This design comes from an exercise in tuning for small area on the open sky130 flow, not from production work.
Only simulation tests tie the RTL to the original design; equivalence was not proved.
Power and IR drop assume default switching activity.

==> branch raven <==
==> flow/design.v <==
module thr_maj (input wire a, input wire b, input wire c, output wire y);
    assign y = (a & b) | (a & c) | (b & c);
endmodule
module thr_inv (input wire a, output wire y);
    assign y = ~a;
endmodule
module thr_nand2 (input wire a, input wire b, output wire y);
    assign y = ~(a & b);
endmodule
module thr_nand3 (input wire a, input wire b, input wire c, output wire y);
    assign y = ~(a & b & c);
endmodule
module thr_nand4 (input wire a, input wire b, input wire c, input wire d, output wire y);
    assign y = ~(a & b & c & d);
endmodule
module thr_nor2 (input wire a, input wire b, output wire y);
    assign y = ~(a | b);
endmodule
module thr_and2 (input wire a, input wire b, output wire y);
    assign y = a & b;
endmodule
module thr_and3 (input wire a, input wire b, input wire c, output wire y);
    assign y = a & b & c;
endmodule
module thr_and4 (input wire a, input wire b, input wire c, input wire d, output wire y);
    assign y = a & b & c & d;
endmodule
module thr_or3 (input wire a, input wire b, input wire c, output wire y);
    assign y = a | b | c;
endmodule
module thr_xor2 (input wire a, input wire b, output wire y);
    assign y = a ^ b;
endmodule
module thr_xnor2 (input wire a, input wire b, output wire y);
    assign y = ~(a ^ b);
endmodule
module thr_o21ai (input wire a, input wire b, input wire c, output wire y);
    assign y = ~((a | b) & c);
endmodule
module thr_nand2b (input wire a, input wire b, output wire y);
    assign y = ~(~a & b);
endmodule
module thr_o21a (input wire a, input wire b, input wire c, output wire y);
    assign y = (a | b) & c;
endmodule
module thr_a21o (input wire a, input wire b, input wire c, output wire y);
    assign y = (a & b) | c;
endmodule
module thr_a22o (input wire a, input wire b, input wire c, input wire d, output wire y);
    assign y = (a & b) | (c & d);
endmodule
module thr_mux2i (input wire a, input wire b, input wire s, output wire y);
    assign y = ~(s ? b : a);
endmodule
module thr_hold (input wire wen, input wire cn, input wire q, output wire d);
    wire t;
    thr_nand2 u_t (.a(wen), .b(q), .y(t));
    thr_o21ai u_d (.a(wen), .b(cn), .c(t), .y(d));
endmodule
module thr_bank #(
    parameter integer NTHR = 32
) (
    input  wire            clk,
    input  wire            rst,
    input  wire            s_valid,
    input  wire [6:0]      s_chan,
    input  wire [1:0]      s_preset,
    input  wire            s_ok,
    input  wire [23:0]     s_value,
    input  wire            cfg_we,
    input  wire [4:0]      cfg_idx,
    input  wire [31:0]     cfg_word,
    input  wire [31:0]     lvl_word,
    input  wire [NTHR-1:0] latch_clr,
    output wire [NTHR-1:0] thr_state,
    output wire [NTHR-1:0] thr_latch
);
    reg        p_valid;
    reg [6:0]  p_chan;
    reg [1:0]  p_preset;
    reg        p_ok;
    reg [23:12] p_vo;        
    always @(posedge clk) begin
        p_valid  <= s_valid;
        p_chan   <= s_chan;
        p_preset <= s_preset;
        p_ok     <= s_ok;
        p_vo     <= {~s_value[23], s_value[22:12]};
    end
    wire [11:0] s_vo = s_value[11:0];   
    wire pv_ok  = p_valid & p_ok;       
    wire pv_nok = p_valid & ~p_ok;      
    wire rst_n  = ~rst;
    wire c_en_n = ~(cfg_word[0] & rst_n);    
    wire        c_en   = cfg_word[0];
    wire        c_dir  = cfg_word[1];
    wire [1:0]  c_src  = cfg_word[3:2];
    wire        c_inv  = cfg_word[4];
    wire [3:0]  c_cnt  = cfg_word[11:8];
    wire [6:0]  c_chan = cfg_word[18:12];
    wire [23:0] lo = {~lvl_word[23], lvl_word[22:0]};
    wire [12:0] hy = {5'd0, lvl_word[31:24]};
    wire [12:0] kx = {1'b0, lo[23:12]} + (c_dir ? hy : (~hy + 13'd1));
    wire [23:0] c_x = ~lo;                    
    wire [11:0] c_y = ~kx[11:0];              
    wire        c_f = kx[12];                 
    wire [51:0] c_n = ~{~c_dir, c_src, c_inv, c_cnt[0], ~c_cnt[3:1], c_chan,
                        ~c_x[23:12], c_x[11:0], ~c_y, c_f};
    wire [12:0] cw;
    assign cw[0] = ~c_dir;
    genvar j;
    generate
        for (j = 0; j < 12; j = j + 1) begin : g_cw
            assign cw[j+1] = (s_vo[j] & c_x[j]) | (s_vo[j] & cw[j]) | (c_x[j] & cw[j]);
        end
    endgenerate
    wire c12_n = ~cw[12];
    wire [NTHR-1:0] we;
    wire [9:0]      cur [0:NTHR];
    assign cur[0] = 10'd0;
    wire fk_g = ~c_en | (cur[NTHR] != {~c_dir, c_src, c_chan});
    wire fkr_n = ~(fk_g | rst);
    genvar k, i;
    generate
        for (k = 0; k < NTHR; k = k + 1) begin : g_thr
            reg        enable;
            reg        ndir;         
            reg [1:0]  source;
            reg        inv_act;
            reg        count0;       
            reg [3:1]  ncount;       
            reg [6:0]  channel;
            reg [11:0] xl;           
            reg [23:12] nxh;         
            reg [11:0] nyk;          
            reg        fk;           
            reg        state;
            reg        nhold;        
            reg [3:0]  cnt;
            reg        latch;
            reg        c12;          
            wire [51:0] cfg_q = {ndir, source, inv_act, count0, ncount, channel,
                                 nxh, xl, nyk, fk};
            wire [51:0] cfg_d;
            assign we[k] = cfg_we & (cfg_idx == k);
            wire wen = ~(we[k] | rst);
            wire en_d;
            thr_hold u_en (.wen(wen), .cn(c_en_n), .q(enable), .d(en_d));
            for (i = 0; i < 52; i = i + 1) begin : g_h
                thr_hold u_h (.wen(wen), .cn(c_n[i]), .q(cfg_q[i]), .d(cfg_d[i]));
            end
            assign cur[k+1] = cur[k] | ({10{we[k]}} & {ndir, source, channel});
            wire [12:0]  cl;
            wire         c12_d;
            assign cl[0] = ndir;
            for (i = 0; i < 12; i = i + 1) begin : g_l
                thr_maj u_l (.a(s_vo[i]), .b(xl[i]), .c(cl[i]), .y(cl[i+1]));
            end
            thr_hold u_c12 (.wen(wen), .cn(c12_n), .q(cl[12]), .d(c12_d));
            wire [23:12] op;
            wire [24:12] ca;
            assign ca[12] = c12;
            for (i = 12; i < 24; i = i + 1) begin : g_a
                thr_mux2i u_o (.a(nxh[i]), .b(nyk[i-12]), .s(state), .y(op[i]));
                thr_maj   u_a (.a(p_vo[i]), .b(op[i]), .c(ca[i]), .y(ca[i+1]));
            end
            wire u, tx, rg, t_n;
            thr_xnor2 u_u  (.a(ndir), .b(state), .y(u));
            thr_xor2  u_tx (.a(ca[24]), .b(u), .y(tx));            
            thr_nand2 u_rg (.a(state), .b(fk), .y(rg));            
            thr_nand2 u_t  (.a(tx), .b(rg), .y(t_n));              
            wire [8:0] x;
            for (i = 0; i < 7; i = i + 1) begin : g_x
                thr_xnor2 u_x (.a(p_chan[i]), .b(channel[i]), .y(x[i]));
            end
            thr_xnor2 u_x7 (.a(p_preset[0]), .b(source[0]), .y(x[7]));
            thr_xnor2 u_x8 (.a(p_preset[1]), .b(source[1]), .y(x[8]));
            wire m1, m2, e8, hv_n, vh_n, ih;
            thr_nand4 u_m1 (.a(x[0]), .b(x[1]), .c(x[2]), .d(x[3]), .y(m1));
            thr_nand4 u_m2 (.a(x[4]), .b(x[5]), .c(x[6]), .d(x[7]), .y(m2));
            thr_nor2  u_e8 (.a(m1), .b(m2), .y(e8));
            thr_nand3 u_hv (.a(e8), .b(x[8]), .c(p_valid), .y(hv_n));   
            thr_nand3 u_vh (.a(e8), .b(x[8]), .c(pv_ok), .y(vh_n));     
            thr_and4  u_ih (.a(e8), .b(x[8]), .c(pv_nok), .d(inv_act), .y(ih));
            wire clr_n;
            thr_o21a  u_cl (.a(wen), .b(fkr_n), .c(enable), .y(clr_n));
            wire c0n, cg1, cg2, cg3, cg4, rch, rch_n;
            thr_inv   u_c0n (.a(cnt[0]), .y(c0n));
            thr_nand2 u_cg1 (.a(c0n), .b(count0), .y(cg1));
            thr_maj   u_cg2 (.a(cnt[1]), .b(ncount[1]), .c(cg1), .y(cg2));
            thr_maj   u_cg3 (.a(cnt[2]), .b(ncount[2]), .c(cg2), .y(cg3));
            thr_maj   u_cg4 (.a(cnt[3]), .b(ncount[3]), .c(cg3), .y(cg4));
            thr_a21o  u_rch (.a(state), .b(nhold), .c(cg4), .y(rch));
            thr_inv   u_rn  (.a(rch), .y(rch_n));
            wire pass, done_n, inc, keep;
            thr_nor2  u_ps (.a(t_n), .b(vh_n), .y(pass));
            thr_nand2 u_dn (.a(pass), .b(rch), .y(done_n));
            thr_and3  u_in (.a(pass), .b(rch_n), .c(clr_n), .y(inc));
            thr_and2  u_kp (.a(clr_n), .b(hv_n), .y(keep));
            wire t1, s_n, state_d, rise, g, nhold_d, lc_n, latch_d;
            thr_xnor2 u_t1 (.a(state), .b(done_n), .y(t1));
            thr_o21ai u_sn (.a(t1), .b(ih), .c(clr_n), .y(s_n));
            thr_inv   u_sd (.a(s_n), .y(state_d));
            thr_nor2  u_rs (.a(state), .b(s_n), .y(rise));
            thr_nand2b u_g  (.a(ih), .b(nhold), .y(g));             
            thr_nand3  u_hd (.a(clr_n), .b(g), .c(done_n), .y(nhold_d));
            thr_nor2  u_lc (.a(latch_clr[k]), .b(rst), .y(lc_n));
            thr_a21o  u_ld (.a(latch), .b(lc_n), .c(rise), .y(latch_d));
            wire n1, a01, n2, a012, n3;
            wire [3:0] cnt_d;
            thr_a22o  u_d0 (.a(keep), .b(cnt[0]), .c(inc), .d(c0n), .y(cnt_d[0]));
            thr_xor2  u_n1 (.a(cnt[1]), .b(cnt[0]), .y(n1));
            thr_a22o  u_d1 (.a(keep), .b(cnt[1]), .c(inc), .d(n1), .y(cnt_d[1]));
            thr_and2  u_a01 (.a(cnt[0]), .b(cnt[1]), .y(a01));
            thr_xor2  u_n2 (.a(cnt[2]), .b(a01), .y(n2));
            thr_a22o  u_d2 (.a(keep), .b(cnt[2]), .c(inc), .d(n2), .y(cnt_d[2]));
            thr_and3  u_a012 (.a(cnt[0]), .b(cnt[1]), .c(cnt[2]), .y(a012));
            thr_xor2  u_n3 (.a(cnt[3]), .b(a012), .y(n3));
            thr_a22o  u_d3 (.a(keep), .b(cnt[3]), .c(inc), .d(n3), .y(cnt_d[3]));
            always @(posedge clk) begin
                enable <= en_d;
                {ndir, source, inv_act, count0, ncount, channel, nxh, xl, nyk, fk} <= cfg_d;
                state <= state_d;
                nhold <= nhold_d;
                cnt   <= cnt_d;
                latch <= latch_d;
                c12   <= c12_d;
            end
            assign thr_state[k] = state;
            assign thr_latch[k] = latch;
        end
    endgenerate
endmodule
==> flow/flow/run.sh <==
#!/bin/bash
# Layout: the standard flow (standard synthesis through routing), with
# two changes. After the standard synthesis, the majority gates of the
# comparators' carry chains, which synthesis maps one by one to the x2 cell,
# are set to the x1 cell of the same function (each drives one or two gate
# inputs nearby; the registers are left as synthesis made them). And the
# port buffers are made with the smallest buffer cell. Each step's full
# output stays in orfs/logs; make's own output goes to make_*.log here.
set -euo pipefail
res=orfs/results/$FLOW_PLATFORM/thr_bank/base
knobs=("BUFFER_PORTS_ARGS=-buffer_cell sky130_fd_sc_hd__buf_1")
bash standard.sh "${knobs[@]}" synth > make_synth.log 2>&1
sed -i 's/\bsky130_fd_sc_hd__maj3_2\b/sky130_fd_sc_hd__maj3_1/' "$res/1_2_yosys.v"
grep -c 'sky130_fd_sc_hd__maj3_1' "$res/1_2_yosys.v" > maj_count.log || true
touch "$res/1_2_yosys.v"
bash standard.sh "${knobs[@]}" finish > make_finish.log 2>&1
==> flow/standard.sh <==
#!/bin/bash
# synth_recipe.tcl (not shown) runs the flow's synth.tcl, then flattens the netlist and writes it again
# the make line also repeats each setting of config.mk as NAME=value (left out here)
make -C /OpenROAD-flow-scripts/flow DESIGN_CONFIG=/design/flow/config.mk WORK_HOME=/design/flow/orfs CLKGATE_MAP_FILE= SYNTH_SCRIPT=/design/flow/synth_recipe.tcl "${@:-finish}"
==> flow/config.mk <==
export PLATFORM = sky130hd
export DESIGN_NAME = thr_bank
export DESIGN_NICKNAME = thr_bank
export VERILOG_FILES = /design/flow/design.v
export SDC_FILE = /design/flow/constraint.sdc
export NUM_CORES = 4
export LEC_CHECK = 0
export CAP_MARGIN = 0
export CORE_MARGIN = 2
export CORE_UTILIZATION = 60
export CTS_CLUSTER_DIAMETER = 100
export CTS_CLUSTER_SIZE = 30
export SLEW_MARGIN = 0
export SYNTH_HIERARCHICAL = 1
==> flow/constraint.sdc <==
create_clock -name core_clock -period 8.0 [get_ports {clk}]
set_input_delay 1.6000 -clock core_clock [delete_from_list [all_inputs] [get_ports {clk}]]
set_output_delay 1.6000 -clock core_clock [all_outputs]
set_load 0.01 [all_outputs]
==> branch onyx (differences from branch raven) <==
--- a/flow/design.v
+++ b/flow/design.v
@@ -37,10 +37,4 @@
 module thr_o21ai (input wire a, input wire b, input wire c, output wire y);
     assign y = ~((a | b) & c);
-endmodule
-module thr_nand2b (input wire a, input wire b, output wire y);
-    assign y = ~(~a & b);
-endmodule
-module thr_o21a (input wire a, input wire b, input wire c, output wire y);
-    assign y = (a | b) & c;
 endmodule
 module thr_a21o (input wire a, input wire b, input wire c, output wire y);
@@ -92,5 +86,4 @@
     wire pv_nok = p_valid & ~p_ok;      
     wire rst_n  = ~rst;
-    wire c_en_n = ~(cfg_word[0] & rst_n);    
     wire        c_en   = cfg_word[0];
     wire        c_dir  = cfg_word[1];
@@ -106,5 +99,5 @@
     wire        c_f = kx[12];                 
     wire [51:0] c_n = ~{~c_dir, c_src, c_inv, c_cnt[0], ~c_cnt[3:1], c_chan,
-                        ~c_x[23:12], c_x[11:0], ~c_y, c_f};
+                        c_x, c_y, ~c_f};
     wire [12:0] cw;
     assign cw[0] = ~c_dir;
@@ -120,5 +113,4 @@
     assign cur[0] = 10'd0;
     wire fk_g = ~c_en | (cur[NTHR] != {~c_dir, c_src, c_chan});
-    wire fkr_n = ~(fk_g | rst);
     genvar k, i;
     generate
@@ -131,20 +123,17 @@
             reg [3:1]  ncount;       
             reg [6:0]  channel;
-            reg [11:0] xl;           
-            reg [23:12] nxh;         
-            reg [11:0] nyk;          
-            reg        fk;           
+            reg [23:0] xl;           
+            reg [11:0] yk;           
+            reg        nfk;          
             reg        state;
-            reg        nhold;        
+            reg        hold;         
             reg [3:0]  cnt;
             reg        latch;
             reg        c12;          
             wire [51:0] cfg_q = {ndir, source, inv_act, count0, ncount, channel,
-                                 nxh, xl, nyk, fk};
+                                 xl, yk, nfk};
             wire [51:0] cfg_d;
             assign we[k] = cfg_we & (cfg_idx == k);
-            wire wen = ~(we[k] | rst);
-            wire en_d;
-            thr_hold u_en (.wen(wen), .cn(c_en_n), .q(enable), .d(en_d));
+            wire wen = ~we[k];
             for (i = 0; i < 52; i = i + 1) begin : g_h
                 thr_hold u_h (.wen(wen), .cn(c_n[i]), .q(cfg_q[i]), .d(cfg_d[i]));
@@ -158,16 +147,19 @@
             end
             thr_hold u_c12 (.wen(wen), .cn(c12_n), .q(cl[12]), .d(c12_d));
-            wire [23:12] op;
             wire [24:12] ca;
+            wire [24:12] cr;
             assign ca[12] = c12;
+            assign cr[12] = c12;
             for (i = 12; i < 24; i = i + 1) begin : g_a
-                thr_mux2i u_o (.a(nxh[i]), .b(nyk[i-12]), .s(state), .y(op[i]));
-                thr_maj   u_a (.a(p_vo[i]), .b(op[i]), .c(ca[i]), .y(ca[i+1]));
-            end
-            wire u, tx, rg, t_n;
-            thr_xnor2 u_u  (.a(ndir), .b(state), .y(u));
-            thr_xor2  u_tx (.a(ca[24]), .b(u), .y(tx));            
-            thr_nand2 u_rg (.a(state), .b(fk), .y(rg));            
-            thr_nand2 u_t  (.a(tx), .b(rg), .y(t_n));              
+                thr_maj u_a (.a(p_vo[i]), .b(xl[i]), .c(ca[i]), .y(ca[i+1]));
+            end
+            for (i = 12; i < 24; i = i + 1) begin : g_r
+                thr_maj u_r (.a(p_vo[i]), .b(yk[i-12]), .c(cr[i]), .y(cr[i+1]));
+            end
+            wire a_ok, r0, r_ok, t_n;
+            thr_xnor2 u_aok (.a(ca[24]), .b(ndir), .y(a_ok));
+            thr_xor2  u_r0  (.a(cr[24]), .b(ndir), .y(r0));
+            thr_and2  u_rok (.a(r0), .b(nfk), .y(r_ok));
+            thr_mux2i u_t   (.a(a_ok), .b(r_ok), .s(state), .y(t_n));    
             wire [8:0] x;
             for (i = 0; i < 7; i = i + 1) begin : g_x
@@ -183,7 +175,8 @@
             thr_nand3 u_vh (.a(e8), .b(x[8]), .c(pv_ok), .y(vh_n));     
             thr_and4  u_ih (.a(e8), .b(x[8]), .c(pv_nok), .d(inv_act), .y(ih));
-            wire clr_n;
-            thr_o21a  u_cl (.a(wen), .b(fkr_n), .c(enable), .y(clr_n));
-            wire c0n, cg1, cg2, cg3, cg4, rch, rch_n;
+            wire wf, clr_n;
+            thr_nand2 u_wf (.a(we[k]), .b(fk_g), .y(wf));
+            thr_and3  u_cl (.a(enable), .b(rst_n), .c(wf), .y(clr_n));
+            wire c0n, cg1, cg2, cg3, cg4, hold_n, rch, rch_n;
             thr_inv   u_c0n (.a(cnt[0]), .y(c0n));
             thr_nand2 u_cg1 (.a(c0n), .b(count0), .y(cg1));
@@ -191,18 +184,19 @@
             thr_maj   u_cg3 (.a(cnt[2]), .b(ncount[2]), .c(cg2), .y(cg3));
             thr_maj   u_cg4 (.a(cnt[3]), .b(ncount[3]), .c(cg3), .y(cg4));
-            thr_a21o  u_rch (.a(state), .b(nhold), .c(cg4), .y(rch));
+            thr_inv   u_hn  (.a(hold), .y(hold_n));
+            thr_a21o  u_rch (.a(state), .b(hold_n), .c(cg4), .y(rch));
             thr_inv   u_rn  (.a(rch), .y(rch_n));
-            wire pass, done_n, inc, keep;
+            wire pass, done, inc, keep;
             thr_nor2  u_ps (.a(t_n), .b(vh_n), .y(pass));
-            thr_nand2 u_dn (.a(pass), .b(rch), .y(done_n));
+            thr_and2  u_dn (.a(pass), .b(rch), .y(done));
             thr_and3  u_in (.a(pass), .b(rch_n), .c(clr_n), .y(inc));
             thr_and2  u_kp (.a(clr_n), .b(hv_n), .y(keep));
-            wire t1, s_n, state_d, rise, g, nhold_d, lc_n, latch_d;
-            thr_xnor2 u_t1 (.a(state), .b(done_n), .y(t1));
+            wire t1, s_n, state_d, rise, h_n, hold_d, lc_n, latch_d;
+            thr_xor2  u_t1 (.a(state), .b(done), .y(t1));
             thr_o21ai u_sn (.a(t1), .b(ih), .c(clr_n), .y(s_n));
             thr_inv   u_sd (.a(s_n), .y(state_d));
             thr_nor2  u_rs (.a(state), .b(s_n), .y(rise));
-            thr_nand2b u_g  (.a(ih), .b(nhold), .y(g));             
-            thr_nand3  u_hd (.a(clr_n), .b(g), .c(done_n), .y(nhold_d));
+            thr_o21ai u_hn2 (.a(ih), .b(hold), .c(clr_n), .y(h_n));
+            thr_nor2  u_hd (.a(h_n), .b(done), .y(hold_d));
             thr_nor2  u_lc (.a(latch_clr[k]), .b(rst), .y(lc_n));
             thr_a21o  u_ld (.a(latch), .b(lc_n), .c(rise), .y(latch_d));
@@ -219,8 +213,11 @@
             thr_a22o  u_d3 (.a(keep), .b(cnt[3]), .c(inc), .d(n3), .y(cnt_d[3]));
             always @(posedge clk) begin
-                enable <= en_d;
-                {ndir, source, inv_act, count0, ncount, channel, nxh, xl, nyk, fk} <= cfg_d;
+                if (rst)
+                    enable <= 1'b0;
+                else if (we[k])
+                    enable <= c_en;
+                {ndir, source, inv_act, count0, ncount, channel, xl, yk, nfk} <= cfg_d;
                 state <= state_d;
-                nhold <= nhold_d;
+                hold  <= hold_d;
                 cnt   <= cnt_d;
                 latch <= latch_d;
==> flow/run.sh (new file) <==
#!/bin/bash
# synth_recipe.tcl (not shown) runs the flow's synth.tcl, then flattens the netlist and writes it again
# the make line also repeats each setting of config.mk as NAME=value (left out here)
make -C /OpenROAD-flow-scripts/flow DESIGN_CONFIG=/design/flow/config.mk WORK_HOME=/design/flow/orfs CLKGATE_MAP_FILE= SYNTH_SCRIPT=/design/flow/synth_recipe.tcl finish
CAP_MARGIN = 20   (was 0)
CORE_UTILIZATION = 40   (was 60)
CTS_BUF_LIST = sky130_fd_sc_hd__clkbuf_4 sky130_fd_sc_hd__clkbuf_8   (was default)
CTS_CLUSTER_DIAMETER = default   (was 100)
CTS_CLUSTER_SIZE = default   (was 30)
SLEW_MARGIN = 20   (was 0)
removed: flow/flow/run.sh
removed: flow/standard.sh
==> notes.md <==
- In branch onyx the worst setup slack is higher than in branch raven, by 430 ps.
- Branch onyx passed the timing, design-rule and antenna checks. Branch raven ran to the end with no violations.
- In branch raven the die area is lower than in branch onyx, by about 35%.
- Against branch onyx, the sequential power of branch raven is smaller by about 10%.
- Of branch raven and branch onyx, branch onyx has the higher clock skew (gap 62 ps).
- In branch onyx the count of clock-buffer cells in the layout is higher than in branch raven, by 476.
==> figures <==
Status: branch raven timing/DRC/antenna clean; branch onyx timing/DRC/antenna clean
Data-path buffer share of cell area in the final layout: branch raven 2.53%; branch onyx 3.20%
Initial antenna violation count: branch raven 0; branch onyx 7
Aggregate global-route resource usage: branch raven 35.4%; branch onyx 23.6%
Total power of the final layout: branch raven 19.7 mW; branch onyx 27.8 mW
Worst setup path endpoint: branch raven g_thr[13].latch; branch onyx g_thr[4].latch
M1 wire length: branch raven 110 mm; branch onyx 112 mm
Total number of multi-input combinational cells: branch raven 6462; branch onyx 6456
Proportion of cell area spent on the clock network: branch raven 2.31%; branch onyx 7.45%
Flip-flop and latch share of the layout cell area: branch raven 45.6%; branch onyx 41.3%
Signal arrival time at the worst endpoint: branch raven 7630 ps; branch onyx 7490 ps

[port drivers added, routing unchanged]
The flow's constraints put no driver on any port. The routed layouts listed below were extracted and timed again, unchanged, in two steps. Step 1 (the two cells are an assumption about what drives the block):
set clk [get_ports {clk}]
set_driving_cell -lib_cell sky130_fd_sc_hd__clkbuf_16 $clk
set_driving_cell -lib_cell sky130_fd_sc_hd__buf_2 [delete_from_list [all_inputs] $clk]
Step 2 times the ports against the registers' clock, not the clock port: input delays grow and output delays shrink by t, the midpoint of the rising clock arrivals with the driver on. Slacks: ideal ports / drivers / drivers and shift; pairs: ideal ports / drivers.
run	t (ns)	setup WS [ns]	worst data-port slew with drivers (ns)	cell pins on the clock port's net
branch raven	0.808	0.994 / 0.994 / 0.896	0.06	1
branch onyx	1.110	1.425 / 1.425 / 1.095	0.13	1
After both steps every run listed still meets setup and hold. The setup slack of branch onyx, which loses most, moves by 0.000 ns with the drivers and by -0.330 ns with both steps.
